This is an optimization exercise on Yosys and OpenROAD, whose aim is small area and a short achievable clock period, not a production implementation. The RTL was checked by simulation tests, not by an equivalence proof against the original design. Power figures rest on the tool's default switching activity, not on a simulated workload.

// long_acc4
module long_acc4 (
    input  wire         clk,
    input  wire         rst,
    input  wire [1:0]   cmd,
    input  wire [8:0]   open_w,
    input  wire [5:0]   open_c,
    input  wire         open_clamp,
    input  wire         open_lost,
    input  wire [3:0]   fmt_a,
    input  wire [15:0]  a,
    input  wire [7:0]   scale_a,
    input  wire [3:0]   fmt_b,
    input  wire [63:0]  b,
    input  wire [31:0]  scale_b,
    output reg          out_valid,
    output wire [511:0] out_acc,
    output wire         out_clamp,
    output wire         out_lost
);
==> flow/config.mk <==
export PLATFORM = sky130hd
export DESIGN_NAME = long_acc4
export DESIGN_NICKNAME = long_acc4
export VERILOG_FILES = /design/flow/design.v
export SDC_FILE = /design/flow/constraint.sdc
export NUM_CORES = 8
export LEC_CHECK = 0
export CAP_MARGIN = 20
export CORE_MARGIN = 2
export CORE_UTILIZATION = 40
export SLEW_MARGIN = 20
==> flow/constraint.sdc <==
create_clock -name core_clock -period 26.0 [get_ports {clk}]
set_input_delay 5.2000 -clock core_clock [delete_from_list [all_inputs] [get_ports {clk}]]
set_output_delay 5.2000 -clock core_clock [all_outputs]
set_load 0.01 [all_outputs]
standard.sh (not shown) runs the stock make flow with config.mk's settings and CLKGATE_MAP_FILE= SYNTH_SCRIPT=/design/flow/synth_recipe.tcl, a recipe that flattens the netlist after the stock synthesis.
==> flow/flow/run.sh <==
#!/bin/bash
# The standard layout, with plain buffers (not delay buffers) on the ports and
# timing repair aimed at 19.0 ns of setup slack.
set -uo pipefail
export BUFFER_PORTS_ARGS="-buffer_cell sky130_fd_sc_hd__buf_1"
export SETUP_SLACK_MARGIN=19.0
bash standard.sh > standard.log 2>&1
Then changed:
==> flow/flow/run.sh (replaced) <==
#!/bin/bash
# The standard layout, with plain buffers (not delay buffers) on the ports and
# timing repair aimed at 19.3 ns of setup slack.
set -uo pipefail
export BUFFER_PORTS_ARGS="-buffer_cell sky130_fd_sc_hd__buf_1"
export SETUP_SLACK_MARGIN=19.3
bash standard.sh > standard.log 2>&1
After rerunning: Final area goes up by 1.2%; area after synthesis stays the same; flip-flop and latch count is unchanged; global-route usage rose by 0.39 points; total power climbs by 2.9%.
Then changed:
Settings changed: CORE_UTILIZATION 40 to 50.
Effect:
- worst setup slack is better by 0.0062 ns
- total power drops slightly
- synthesized cell count does not change
- combinational power is about the same
- wire length drops by a few percent
- clock-buffer cell count drops by 1
- critical path depth climbs by 5
- die area drops by about a fifth
- global-route usage climbs by 7.2 points
- clock power drops by a few percent
- clock skew drops by 0.014 ns
Then changed:
==> flow/flow/run.sh (replaced) <==
#!/bin/bash
# The standard layout, with plain buffers (not delay buffers) on the ports and
# timing repair aimed at 19.6 ns of setup slack.
set -uo pipefail
export BUFFER_PORTS_ARGS="-buffer_cell sky130_fd_sc_hd__buf_1"
export SETUP_SLACK_MARGIN=19.6
bash standard.sh > standard.log 2>&1
Settings changed: CORE_UTILIZATION 50 to 40.
The changed run completed with no timing, DRC or antenna violations.
Die area grows by 25%.
Area after synthesis is unchanged.
Core utilization came out lower by 8.0 points.
Cell area grows by 7.3%.
Via count stays flat.
Worst hold slack got worse by 0.015 ns.
Then changed:
==> flow/flow/run.sh (replaced) <==
#!/bin/bash
# The standard layout, with plain buffers (not delay buffers) on the ports and
# timing repair aimed at 19.3 ns of setup slack.
set -uo pipefail
export BUFFER_PORTS_ARGS="-buffer_cell sky130_fd_sc_hd__buf_1"
export SETUP_SLACK_MARGIN=19.3
bash standard.sh > standard.log 2>&1
Settings changed: CORE_UTILIZATION 40 to 35.
Result: Fmax is lower by 1.7%. Routed wire length is lower by 4.5%. Area after synthesis does not change. Global-route usage is lower by 5.3 points. Final cell count is higher by 2.2%. Die area is higher by 14%. Clock skew is lower by 0.0088 ns. Synthesized cell count is unchanged.

== run 1 ==
long_acc4, a different RTL version from the one above (not shown whole).
For scale: ~9200 cells after synthesis, roughly 930 flip-flops, about 660 I/O pins.
Design long_acc4, start of the top module:
module long_acc4 (
    input  wire         clk,
    input  wire         rst,
    input  wire [1:0]   cmd,
    input  wire [8:0]   open_w,
    input  wire [5:0]   open_c,
    input  wire         open_clamp,
    input  wire         open_lost,
    input  wire [3:0]   fmt_a,
    input  wire [15:0]  a,
    input  wire [7:0]   scale_a,
    input  wire [3:0]   fmt_b,
    input  wire [63:0]  b,
    input  wire [31:0]  scale_b,
    output reg          out_valid,
    output wire [511:0] out_acc,
    output wire         out_clamp,
    output wire         out_lost
);
    localparam CMD_OPEN   = 2'd1;
    localparam CMD_UPDATE = 2'd2;
    localparam CMD_READ   = 2'd3;
    wire        ia_nan, ia_inf, ia_fs, ia_nz;
    wire [11:0] ia_v;
    wire [7:0]  ia_ef, ia_sc;
    wire [3:0]  ia_tz;
    wire [5:0]  ia_one, ia_two, ia_ng;
    lt_decode u_dec_a (
        .fmt(fmt_a), .x(a), .scale(scale_a),
        .is_nan(ia_nan), .is_inf(ia_inf), .fs(ia_fs), .v(ia_v), .nz(ia_nz),
        .ef(ia_ef), .sc(ia_sc), .tz(ia_tz)
    );
    lt_booth u_booth (.a(ia_v), .one(ia_one), .two(ia_two), .ng(ia_ng));
    reg         updD, rdD, clrD, oclD, olsD;
    reg [3:0]   faD, fbD;
    reg         anD, aiD, azD;
    reg [7:0]   aeD, asD;
    reg [3:0]   atD;
    reg [5:0]   oneD, twoD, ngD;
    reg [3:0]   negD;
    reg [11:0]  bvD  [0:3];
    reg [7:0]   beD  [0:3];
    reg [7:0]   bsD  [0:3];
    reg [3:0]   bnD, biD;
    reg signed [8:0] win_w;
    reg [5:0]   c_d;
    always @(posedge clk) begin
        updD <= !rst && (cmd == CMD_UPDATE);
        rdD  <= !rst && (cmd == CMD_READ);
        clrD <= rst || (cmd == CMD_OPEN);
        oclD <= !rst && open_clamp;
        olsD <= !rst && open_lost;
        faD  <= fmt_a;
        fbD  <= fmt_b;
        anD  <= ia_nan;
        aiD  <= ia_inf;
        azD  <= ia_nz;
        aeD  <= ia_ef;
        asD  <= ia_sc;
        atD  <= ia_tz;
        oneD <= ia_one;
        ngD  <= ia_ng;
        twoD <= ia_two;
        if (rst) begin
            win_w <= 9'sd0;
            c_d   <= 6'd0;
        end else if (cmd == CMD_OPEN) begin
            win_w <= open_w;
            c_d   <= open_c;
        end
    end
    genvar j;
    generate
        for (j = 0; j < 4; j = j + 1) begin : g_dec
            wire        ib_nan, ib_inf, ib_fs, ib_nz;
            wire [11:0] ib_v;
  ...
clock: 26.0 ns
lec_check: 0
cap_margin: 20
core_margin: 2
core_utilization: 35
cts_cluster_diameter: 110
cts_cluster_size: 22
slew_margin: 20
==> flow/flow/run.sh <==
#!/bin/bash
# The standard layout, with plain buffers (not delay buffers) on the ports and
# timing repair aimed at 19.25 ns of setup slack.
set -uo pipefail
export BUFFER_PORTS_ARGS="-buffer_cell sky130_fd_sc_hd__buf_1"
export SETUP_SLACK_MARGIN=19.25
bash standard.sh > standard.log 2>&1
Run 1: all stages complete, timing, DRC and antenna checks passed
What run 2 does differently from run 1 at the input level:
--- a/flow/flow/run.sh
+++ b/flow/flow/run.sh
@@ -3 +3 @@
-# timing repair aimed at 19.25 ns of setup slack.
+# timing repair aimed at 19.3 ns of setup slack.
@@ -6 +6 @@
-export SETUP_SLACK_MARGIN=19.25
+export SETUP_SLACK_MARGIN=19.3
--- a/flow/config.mk
+++ b/flow/config.mk
@@ -10,3 +10 @@
-export CORE_UTILIZATION = 35
-export CTS_CLUSTER_DIAMETER = 110
-export CTS_CLUSTER_SIZE = 22
+export CORE_UTILIZATION = 40
Notes after the runs:
Compared with run 1, in run 2 clock-buffer cell count increased by 120% relative to the old numbers, shortest clock period the worst path allows after layout decreased by 47 ps relative to the old numbers. Taking run 1 as the reference point, the worst-case setup margin in the final layout of run 2 rises by 47 ps. Run 2: count of buffers not belonging to the clock network in the layout is 8 higher than what run 1 reported. Run 2 vs run 1: combinational power share down. Taking run 1 as the reference point, the wire length of the first global-routing pass of run 2 falls by about 2.3%. Weighted congestion reported at the end of routability-driven placement (run 2 over run 1): increase, 0.90%. Taking run 1 as the reference, in run 2 maximum number of pins on one net before global-route repair grew by 8.1%; cell area after layout grew by about 2%.
--- input diff run 2..run 3 ---
--- a/flow/flow/run.sh
+++ b/flow/flow/run.sh
@@ -3 +3 @@
-# timing repair aimed at 19.3 ns of setup slack.
+# timing repair aimed at 19.4 ns of setup slack.
@@ -6 +6 @@
-export SETUP_SLACK_MARGIN=19.3
+export SETUP_SLACK_MARGIN=19.4
--- a/flow/config.mk
+++ b/flow/config.mk
@@ -10 +10 @@
-export CORE_UTILIZATION = 40
+export CORE_UTILIZATION = 35
## What came out
- Compared to run 2, the routing of run 3 uses more wire.
- On starting density of the core: run 3 sits below run 2.
- | via density per instance | higher: run 2 |
- Run 2 vs run 3, most common library cell in the layout ignoring fill and taps: dfxtp_1 vs fa_1
- Run 2 tops out at a lower clock frequency than run 3.
- Every stage of the flow completed for run 3, and the final layout passed the timing, design-rule and antenna checks.
- Compared with run 2, in run 3 final worst slack saw an increase; count of nets after finishing saw an increase; fraction of area in clock buffers and inverters saw a decrease; via count of the first global-routing pass saw an increase; detailed-routed wire length on met3 saw an increase.
Modified inputs, run 4 compared to run 3
--- a/flow/flow/run.sh
+++ b/flow/flow/run.sh
@@ -3 +3 @@
-# timing repair aimed at 19.4 ns of setup slack.
+# timing repair aimed at 19.2 ns of setup slack.
@@ -6 +6 @@
-export SETUP_SLACK_MARGIN=19.4
+export SETUP_SLACK_MARGIN=19.2
Findings:
- Changes observed in run 4 relative to run 3: core utilization -2.0 points, sequential power ~0 delta, routability congestion estimate from global placement +0.0099, portion of total power attributed to combinational logic -0.9 points, worst-case register-to-register setup slack -290 ps.
- Final area for run 4: 4.7% down relative to run 3
- Relative to run 3, power density over the cells increased by about 2.5% in run 4.
- Comparing the two runs side by side, run 4 comes out behind run 3 on setup slack.
- Comparing run 4 and run 3, the higher total of clock buffers placed in the layout is on run 3.
- Run 4 contains fewer vias than run 3.

re-timing with driven ports:
Ports are ideal in the flow. The routed layouts listed here were re-timed in OpenROAD. Step 1, drivers: a clkbuf_16 drives clk and a buf_2 each remaining input, both assumed. Step 2 times the ports against the registers' clock, not the clock port: input delays grow and output delays shrink by t, the midpoint of the rising clock arrivals with the driver on. Slacks: no drivers / after step 1 / after step 2; pairs: no drivers / after step 1.
run | t, ns | setup slack, ns | hold WS [ns] | worst register clock-pin slew, ns | pins driven straight from the clock port
the first run of note 1 | 0.859 | 19.004 / 18.918 / 18.304 | 0.339 / 0.339 / 0.339 | 0.08 / 0.08 | 1
the second run of note 1 | 0.862 | 19.302 / 19.217 / 18.597 | 0.297 / 0.297 / 0.297 | 0.07 / 0.07 | 1
the third run of note 1 | 0.855 | 19.308 / 19.221 / 18.526 | 0.330 / 0.330 / 0.330 | 0.07 / 0.07 | 1
the fourth run of note 1 | 0.875 | 19.443 / 19.351 / 18.874 | 0.315 / 0.315 / 0.315 | 0.08 / 0.08 | 1
the fifth run of note 1 | 0.884 | 19.333 / 19.239 / 18.653 | 0.325 / 0.325 / 0.325 | 0.08 / 0.08 | 1
run 1 | 0.851 | 19.288 / 19.189 / 18.623 | 0.336 / 0.336 / 0.336 | 0.10 / 0.10 | 1
run 2 | 0.877 | 19.335 / 19.248 / 18.538 | 0.325 / 0.325 / 0.325 | 0.07 / 0.07 | 1
run 3 | 0.904 | 19.415 / 19.320 / 18.651 | 0.333 / 0.333 / 0.333 | 0.08 / 0.08 | 1
run 4 | 0.889 | 19.233 / 19.138 / 18.493 | 0.328 / 0.328 / 0.328 | 0.07 / 0.07 | 1
After both steps every run listed still meets setup and hold. For run 2, which loses most, drivers alone change the setup slack by -0.087 ns; drivers and shift together by -0.797 ns.
